Source: an optimization exercise on an open RTL-to-GDS flow (aim: small area and a short achievable clock period). Production flows keep margins and buffers that such runs may drop. Function was checked by simulation only, so behaviour that the tests miss may differ from the original. Power figures rest on the tool's default switching activity, not on a simulated workload.

==> flow/design.v <==
module fx_lane_eval (
    input  wire [30:0] ins,     
    input  wire [7:0]  opv,     
    input  wire [1:0]  pv,      
    output wire [1:0]  res,     
    output wire [1:0]  rch,     
    output wire        ill,     
    output wire        stg,     
    output wire [3:0]  trg_nz,  
    output wire [3:0]  trg_one  
);
    wire [15:0] tt    = ins[30:15];
    wire [2:0]  opdh  = ins[14:12];
    wire [1:0]  kind  = ins[3:2];
    wire        exp_b = ins[1];
    wire        state = ins[0];
    wire [3:0]  s     = tt[15:12];
    wire [11:0] p     = tt[11:0];
    wire [1:0] va = opv[1:0];
    wire [1:0] vb = opv[3:2];
    wire [1:0] vc = opv[5:4];
    wire [1:0] vd = opv[7:6];
    wire k_eval = (kind == 2'b00);
    wire k_mem  = (kind == 2'b01);
    wire k_port = (kind == 2'b10);
    wire k_ctrl = (kind == 2'b11);
    wire cy   = (p[1] & p[11]) | ((p[1] | p[11]) & p[0] & p[10]);
    wire z98  = ~p[9] & ~p[8];
    wire z76  = ~p[7] & ~p[6];
    wire z54  = ~p[5] & ~p[4];
    wire z32  = ~p[3] & ~p[2];
    wire z10  = ~p[1] & ~p[0];
    wire zb   = ~p[11] & ~p[10];
    wire z7_0 = z76 & z54 & z32 & z10;
    wire z7_4 = z76 & z54;
    reg lg_mem, lg_port, lg_ctrl;
    always @* begin
        case (s)
            4'h1:    lg_mem = ~p[9] & z7_0;
            4'h2:    lg_mem = ~p[9] & ~(p[8] & p[7] & p[6] & p[5] & p[4] & p[3] & p[2] & cy);
            4'h3,
            4'h4:    lg_mem = zb & ~p[9] & ~(p[8] & p[7]);
            4'h5:    lg_mem = zb & ~p[9];
            default: lg_mem = 1'b0;
        endcase
        case (s)
            4'h1:    lg_port = ~p[9] & z7_0;
            4'h2:    lg_port = z98 & z76 & ~(p[5] & p[4] & p[3] & p[2] & cy);
            4'h3,
            4'h4:    lg_port = zb & z98;
            4'h5:    lg_port = zb;
            4'h8:    lg_port = z98 & z76 & ~p[5] & ~(p[4] & p[3] & p[2] & cy);
            4'h9:    lg_port = zb & z98 & z7_4;
            4'hC,
            4'hD:    lg_port = zb & z98 & z76;
            default: lg_port = 1'b0;
        endcase
        case (s)
            4'h0:    lg_ctrl = zb & z98 & z7_0;
            4'h1:    lg_ctrl = zb & z98 & z7_4;
            4'h2:    lg_ctrl = zb & z98 & z76 & ~p[5];
            4'h3:    lg_ctrl = zb & z98 & z7_4 & z32;
            4'h4:    lg_ctrl = zb & z98 & z7_4 & z32 & ~p[1];
            4'h5:    lg_ctrl = z7_0 & ~(p[9] & p[8]);
            default: lg_ctrl = 1'b0;
        endcase
    end
    wire legal = k_eval ? (~state | (&opdh))
                        : (~state & (k_mem ? lg_mem : k_port ? lg_port : lg_ctrl));
    wire a0 = va[1] | ~va[0];    
    wire a1 = va[1] |  va[0];    
    wire b0 = vb[1] | ~vb[0];
    wire b1 = vb[1] |  vb[0];
    wire c0 = vc[1] | ~vc[0];
    wire c1 = vc[1] |  vc[0];
    wire d0 = state | vd[1] | ~vd[0];
    wire d1 = ~state & (vd[1] | vd[0]);
    wire [7:0] o1a, o0a;
    wire [3:0] o1b, o0b;
    wire [1:0] o1c, o0c;
    genvar g;
    generate
        for (g = 0; g < 8; g = g + 1) begin : g_a
            assign o1a[g] = (a0 &  tt[2*g]) | (a1 &  tt[2*g+1]);
            assign o0a[g] = (a0 & ~tt[2*g]) | (a1 & ~tt[2*g+1]);
        end
        for (g = 0; g < 4; g = g + 1) begin : g_b
            assign o1b[g] = (b0 & o1a[2*g]) | (b1 & o1a[2*g+1]);
            assign o0b[g] = (b0 & o0a[2*g]) | (b1 & o0a[2*g+1]);
        end
        for (g = 0; g < 2; g = g + 1) begin : g_c
            assign o1c[g] = (c0 & o1b[2*g]) | (c1 & o1b[2*g+1]);
            assign o0c[g] = (c0 & o0b[2*g]) | (c1 & o0b[2*g+1]);
        end
    endgenerate
    wire any1 = (d0 & o1c[0]) | (d1 & o1c[1]);
    wire any0 = (d0 & o0c[0]) | (d1 & o0c[1]);
    wire       zb_en  = vb[0] ^ p[0];
    wire [1:0] zb_res = vb[1] ? 2'b11 : (zb_en ? {va[1], va[0] | va[1]} : 2'b10);
    wire ub = p[11] | p[10];
    wire uc = p[11];
    wire ud = p[11] & p[10];
    wire w0 = (~va[0]) & ~va[1] | (va[1] & va[0])
            | ub & ((~vb[0] & ~vb[1]) | (vb[1] & vb[0]))
            | uc & ((~vc[0] & ~vc[1]) | (vc[1] & vc[0]))
            | ud & ((~vd[0] & ~vd[1]) | (vd[1] & vd[0]));
    wire w1 = va[0]
            | ub & vb[0]
            | uc & vc[0]
            | ud & vd[0];
    wire [1:0] wire_res = (w0 | w1) ? {w0 & w1, w1} : {~p[9] & ~p[8], p[9]};
    reg [1:0] lres;
    always @* begin
        case (kind)
            2'b00: lres = {any1 & any0, any1};
            2'b01,
            2'b10: lres = (s[2] & s[0]) ? pv : 2'b10;          
            default: begin
                if (s[2])
                    lres = s[0] ? wire_res : zb_res;            
                else if (s[1])
                    lres = va;                                  
                else if (s[0])
                    lres = pv;                                  
                else
                    lres = 2'b10;                               
            end
        endcase
    end
    assign res = legal ? lres : 2'b11;
    assign rch = exp_b ? res : 2'b10;
    assign ill = ~legal;
    assign stg = state & k_eval & (&opdh);
    wire is_trig = k_ctrl & ~state & (s == 4'h3) & zb & z98 & z7_4 & z32;
    wire t_nz  = is_trig & (va[1] | va[0]);
    wire t_one = is_trig & ~va[1] & va[0];
    assign trg_nz  = {4{t_nz}}  & {p[1] & p[0], p[1] & ~p[0], ~p[1] & p[0], ~p[1] & ~p[0]};
    assign trg_one = {4{t_one}} & {p[1] & p[0], p[1] & ~p[0], ~p[1] & p[0], ~p[1] & ~p[0]};
endmodule
module fx_step_eval #(
    parameter LANES = 16
) (
    input  wire                 clk,
    input  wire [31*LANES-1:0]  ins,    
    input  wire [8*LANES-1:0]   opv,    
    input  wire [2*LANES-1:0]   pv,     
    output reg  [2*LANES-1:0]   res,
    output reg  [2*LANES-1:0]   rch,
    output reg  [LANES-1:0]     ill,
    output reg  [LANES-1:0]     stg,
    output reg  [7:0]           trg     
);
    wire [2*LANES-1:0] res_c;
    wire [2*LANES-1:0] rch_c;
    wire [LANES-1:0]   ill_c;
    wire [LANES-1:0]   stg_c;
    wire [4*LANES-1:0] nz_c;
    wire [4*LANES-1:0] one_c;
    genvar l;
    generate
        for (l = 0; l < LANES; l = l + 1) begin : g_lane
            fx_lane_eval u_lane (
                .ins     (ins[31*l +: 31]),
                .opv     (opv[8*l +: 8]),
                .pv      (pv[2*l +: 2]),
                .res     (res_c[2*l +: 2]),
                .rch     (rch_c[2*l +: 2]),
                .ill     (ill_c[l]),
                .stg     (stg_c[l]),
                .trg_nz  (nz_c[4*l +: 4]),
                .trg_one (one_c[4*l +: 4])
            );
        end
    endgenerate
    reg [7:0] trg_c;
    reg       any_nz, any_one;
    integer   n, k;
    always @* begin
        for (n = 0; n < 4; n = n + 1) begin
            any_nz  = 1'b0;
            any_one = 1'b0;
            for (k = 0; k < LANES; k = k + 1) begin
                any_nz  = any_nz  | nz_c[4*k + n];
                any_one = any_one | one_c[4*k + n];
            end
            trg_c[2*n +: 2] = {any_nz & ~any_one, any_nz};
        end
    end
    always @(posedge clk) begin
        res <= res_c;
        rch <= rch_c;
        ill <= ill_c;
        stg <= stg_c;
        trg <= trg_c;
    end
endmodule
==> flow/run.sh <==
#!/bin/bash
# synth_recipe.tcl (not shown) runs the flow's synth.tcl, then flattens the netlist and writes it again
# the make line also repeats each setting of config.mk as NAME=value (left out here)
make -C /OpenROAD-flow-scripts/flow DESIGN_CONFIG=/design/flow/config.mk WORK_HOME=/design/flow/orfs CLKGATE_MAP_FILE= SYNTH_SCRIPT=/design/flow/synth_recipe.tcl finish
==> flow/config.mk <==
export PLATFORM = sky130hd
export DESIGN_NAME = fx_step_eval
export DESIGN_NICKNAME = fx_step_eval
export VERILOG_FILES = /design/flow/design.v
export SDC_FILE = /design/flow/constraint.sdc
export NUM_CORES = 4
export LEC_CHECK = 0
export CAP_MARGIN = 20
export CORE_MARGIN = 2
export CORE_UTILIZATION = 40
export SLEW_MARGIN = 20
==> flow/constraint.sdc <==
create_clock -name core_clock -period 8.0 [get_ports {clk}]
set_input_delay 1.6000 -clock core_clock [delete_from_list [all_inputs] [get_ports {clk}]]
set_output_delay 1.6000 -clock core_clock [all_outputs]
set_load 0.01 [all_outputs]
==> run summary <==
placed cells by master, fill, tap and decap left out, types with 25 or more instances in the layout:
master,instances
a21o_1,29
o22a_1,162
nor2_1,201
nor3b_1,30
nor2b_1,39
o22ai_1,96
nor3_1,120
a22oi_1,88
or2_2,27
a31oi_1,44
nand2_1,199
o21ai_0,171
dfxtp_1,104
inv_1,284
ha_1,192
o31ai_1,31
nand4_1,48
a21oi_1,181
or4_1,37
nand2b_1,211
nor4_1,66
or3_1,25
o211ai_1,31
nand3_1,92
clkdlybuf4s50_1,632
kinds of logic (layout without fill, tap and decap cells):
family                   count (synthesis)  count (layout)  share of synthesized area [%]
AO/OA/AOI/OAI                         1137            1137                           37.2
XOR/XNOR                                17              17                          0.687
adder cells (fa/ha/maj)                192             192                           11.1
buffers and inverters                  524             938                           9.23
flip-flops                             104             104                           9.61
multiplexers                             4               4                          0.185
other                                    0              17                              0
AND/OR/NAND/NOR                       1248            1248                           32.0
layout make-up:
cell class	count	area (um2)	area share [%]
multi-input cells	2598	17600	62.0
repair buffers	637	6360	22.4
flip-flops and latches	104	2080	7.34
inverters	285	1070	3.77
well taps	696	871	3.07
clock buffers	9	225	0.794
clock inverters	7	125	0.441
diodes	17	42.5	0.150
through the flow:
| step | util [%] | cells |
|---|---|---|
| detailed placement | 52.1 | 4320 |
| global placement | 52.1 | 4320 |
| floorplan | - | 3226 |
| finish | 52.8 | 4353 |
| global route | 52.8 | 4352 |
| CTS | 52.7 | 4336 |
power breakdown:
part | internal, mW | switching, mW | total (mW)
sequential | 0.544 | 0.00864 | 0.552
combinational | 0.617 | 0.727 | 1.34
clock | 0.310 | 0.269 | 0.580
total | 1.47 | 1.00 | 2.48
metal layers:
metal	vias up	part of all wire (%)	global-route usage (%)
met2	1580	46	58.0
li1	13007	-	-
met5	-	0.15	0
met3	217	9.5	7.66
met1	13364	41	45.4
met4	24	3.5	13.4
worst paths after layout:
| path | startpoint | endpoint | slack [ns] | cells after the start |
|---|---|---|---|---|
| worst min-delay path | ins[187] | rch[13] | 1.71 | 2 |
| worst max-delay path | ins[246] | rch[14] | 3.47 | 7 |
sequential cells by signal (all words and copies together), names as in the netlist:
name  count
rch      32
res      32
ill      16
stg      16
trg       8
worst max-delay path: stages:
cell and delay [ns]:
clkdlybuf4s50_1 0.78, or4b_1 0.70, o32ai_1 0.30, o21ai_0 0.11, a32oi_1 0.64, o2111ai_1 0.41
and2_1 0.30
==> summary.txt <==
Floorplan
  • Die Y: 237 um
  • Chip width: around 240 um
  • # rows: 85
  • # IOs: between 700 and 800
  • Initial core utilization: 40.4%
  • Core area: 53700 um2
  • Die area: 56100 um2

Global route
  • GRT Total Usage: between 30% and 40%
  • Number of global-route vias before repair: approximately 27k
  • First-pass GRT wire length: about 160 mm
  • GR Overflow Total: 0
  • Initial antenna violation count: 30
  • Largest net degree at the start of global routing: 23

Timing
  • Slew Viols, Final: 0
  • Fin Setup TNS: 0 ns
  • Fin Hold WS: 1.71 ns
  • Period utilization: between 50% and 60%
  • Setup-failing EPs final: 0
  • Fin. Hold Viols: 0
  • PnR worst setup slack: 3.47 ns
  • RSZ-0062 raised after global routing: false
  • Final Critical Period: about 4.5 ns
  • Worst-Margin Slew: around 1.1 ns
  • Maximum clock rate: 221 MHz
  • Slew Limit Headroom: 26.0%

Outcome
  • Status: complete, no violations

Job
  • Max Cap Viol: 0

Route
  • Routed WL: 104 mm
  • Final ANT Viol Nets: 0
  • Starting DRT DRC Count: 3366
  • Routed len/inst: 23.9 um
  • # DRC: 0
  • Initial DRT Pass Iterations: 6
  • Via count: 28.2k
  • Drt via density: 6.48

Layout
  • FILL cells: 5190
  • Share of layout cells above drive strength 1: roughly 2.2%
  • Post-route cell area: 28400 um2
  • Final nets: between 4k and 5k
  • Layout area overhead: 30.9%

Placement
  • Pre-CTS setup slack: 3.11 ns
  • Placed inst area: 28000 um2
  • HPWL Detailed: 83.7 mm
  • IO Port Bufs: 632
  • Routability cong.: 0.996

Yosys
  • Synth area leader: ha_1
  • #FFs+latches synth: about 100
  • Area share of the largest cell type after synthesis: 11.1%
  • Top FF cell, synth: dfxtp_1
  • Synth Net Count: 4075
  • Unique cell type count in the Yosys netlist: 93
  • Post-synth EDFFs: 0
  • Syn Inst Count: 3226
  • Ys async rst share: 0%
  • Number of synthesis warnings: 2
  • Post-synthesis cell area: 21700 um2
  • Synth cell count leaders: 284 x inv_1, 227 x clkbuf_1, 211 x nand2b_1
  • Largest cells by area after synthesis: ha_1 11%, dfxtp_1 9.6%, o22a_1 6.5%
  • Seq/Total Area, Yosys: 9.61%
  • Mean Syn Cell Area: 6.72 um2
  • Most common cell in the netlist: inv_1

Clock network
  • H-tree depth: 3
  • Post-CTS setup buffers: 0
  • Root Driver: clkbuf_16
  • Post-cts hold buffer count: 0
  • TritonCTS Buffers: 9
  • Clk pin slew, worst setup/hold paths: around 0.090 ns
  • Post-cts gate resize count: 0
  • Clock Sinks: 104
  • CTS tree: built
  • Maximum buffer depth of the clock tree: 2

Pwr
  • Total power draw: 2.48 mW
  • Peak supply drop: 0.000109 V
  • PwrDens: approximately 87 nW/um2
  • Leak pwr: 11.1 nW

Worst setup path
  • Setup CP Type: in -> reg
  • CP required: just over 8 ns
  • CP Launch Type: primary input
  • Crit-path max FO: 20
  • Arr. time, crit path: 4.83 ns
  • Worst Setup End Kind: flop

Min path
  • Worst hold path class: in -> reg

port drivers added, routing unchanged:
The results above use ideal ports. As a check the final layout listed here was re-extracted and re-timed, cells and wires unchanged. Step 1 assumes that a clkbuf_16 drives the clock port and a buf_2 every other input. Step 2 also shifts input and output timing later by t, the mid clock arrival at the registers, as if the neighbouring blocks saw the same clock. Three values: ideal ports, drivers, drivers and shift; two values: the first two.
t, ns: 0.465
setup WS [ns]: 3.468 / 3.466 / 3.001
slew at the worst register clock pin (ns): 0.09 / 0.09
After both steps setup and hold are still met in this run. The setup slack of this run moves by -0.002 ns with the drivers and by -0.467 ns with both steps.
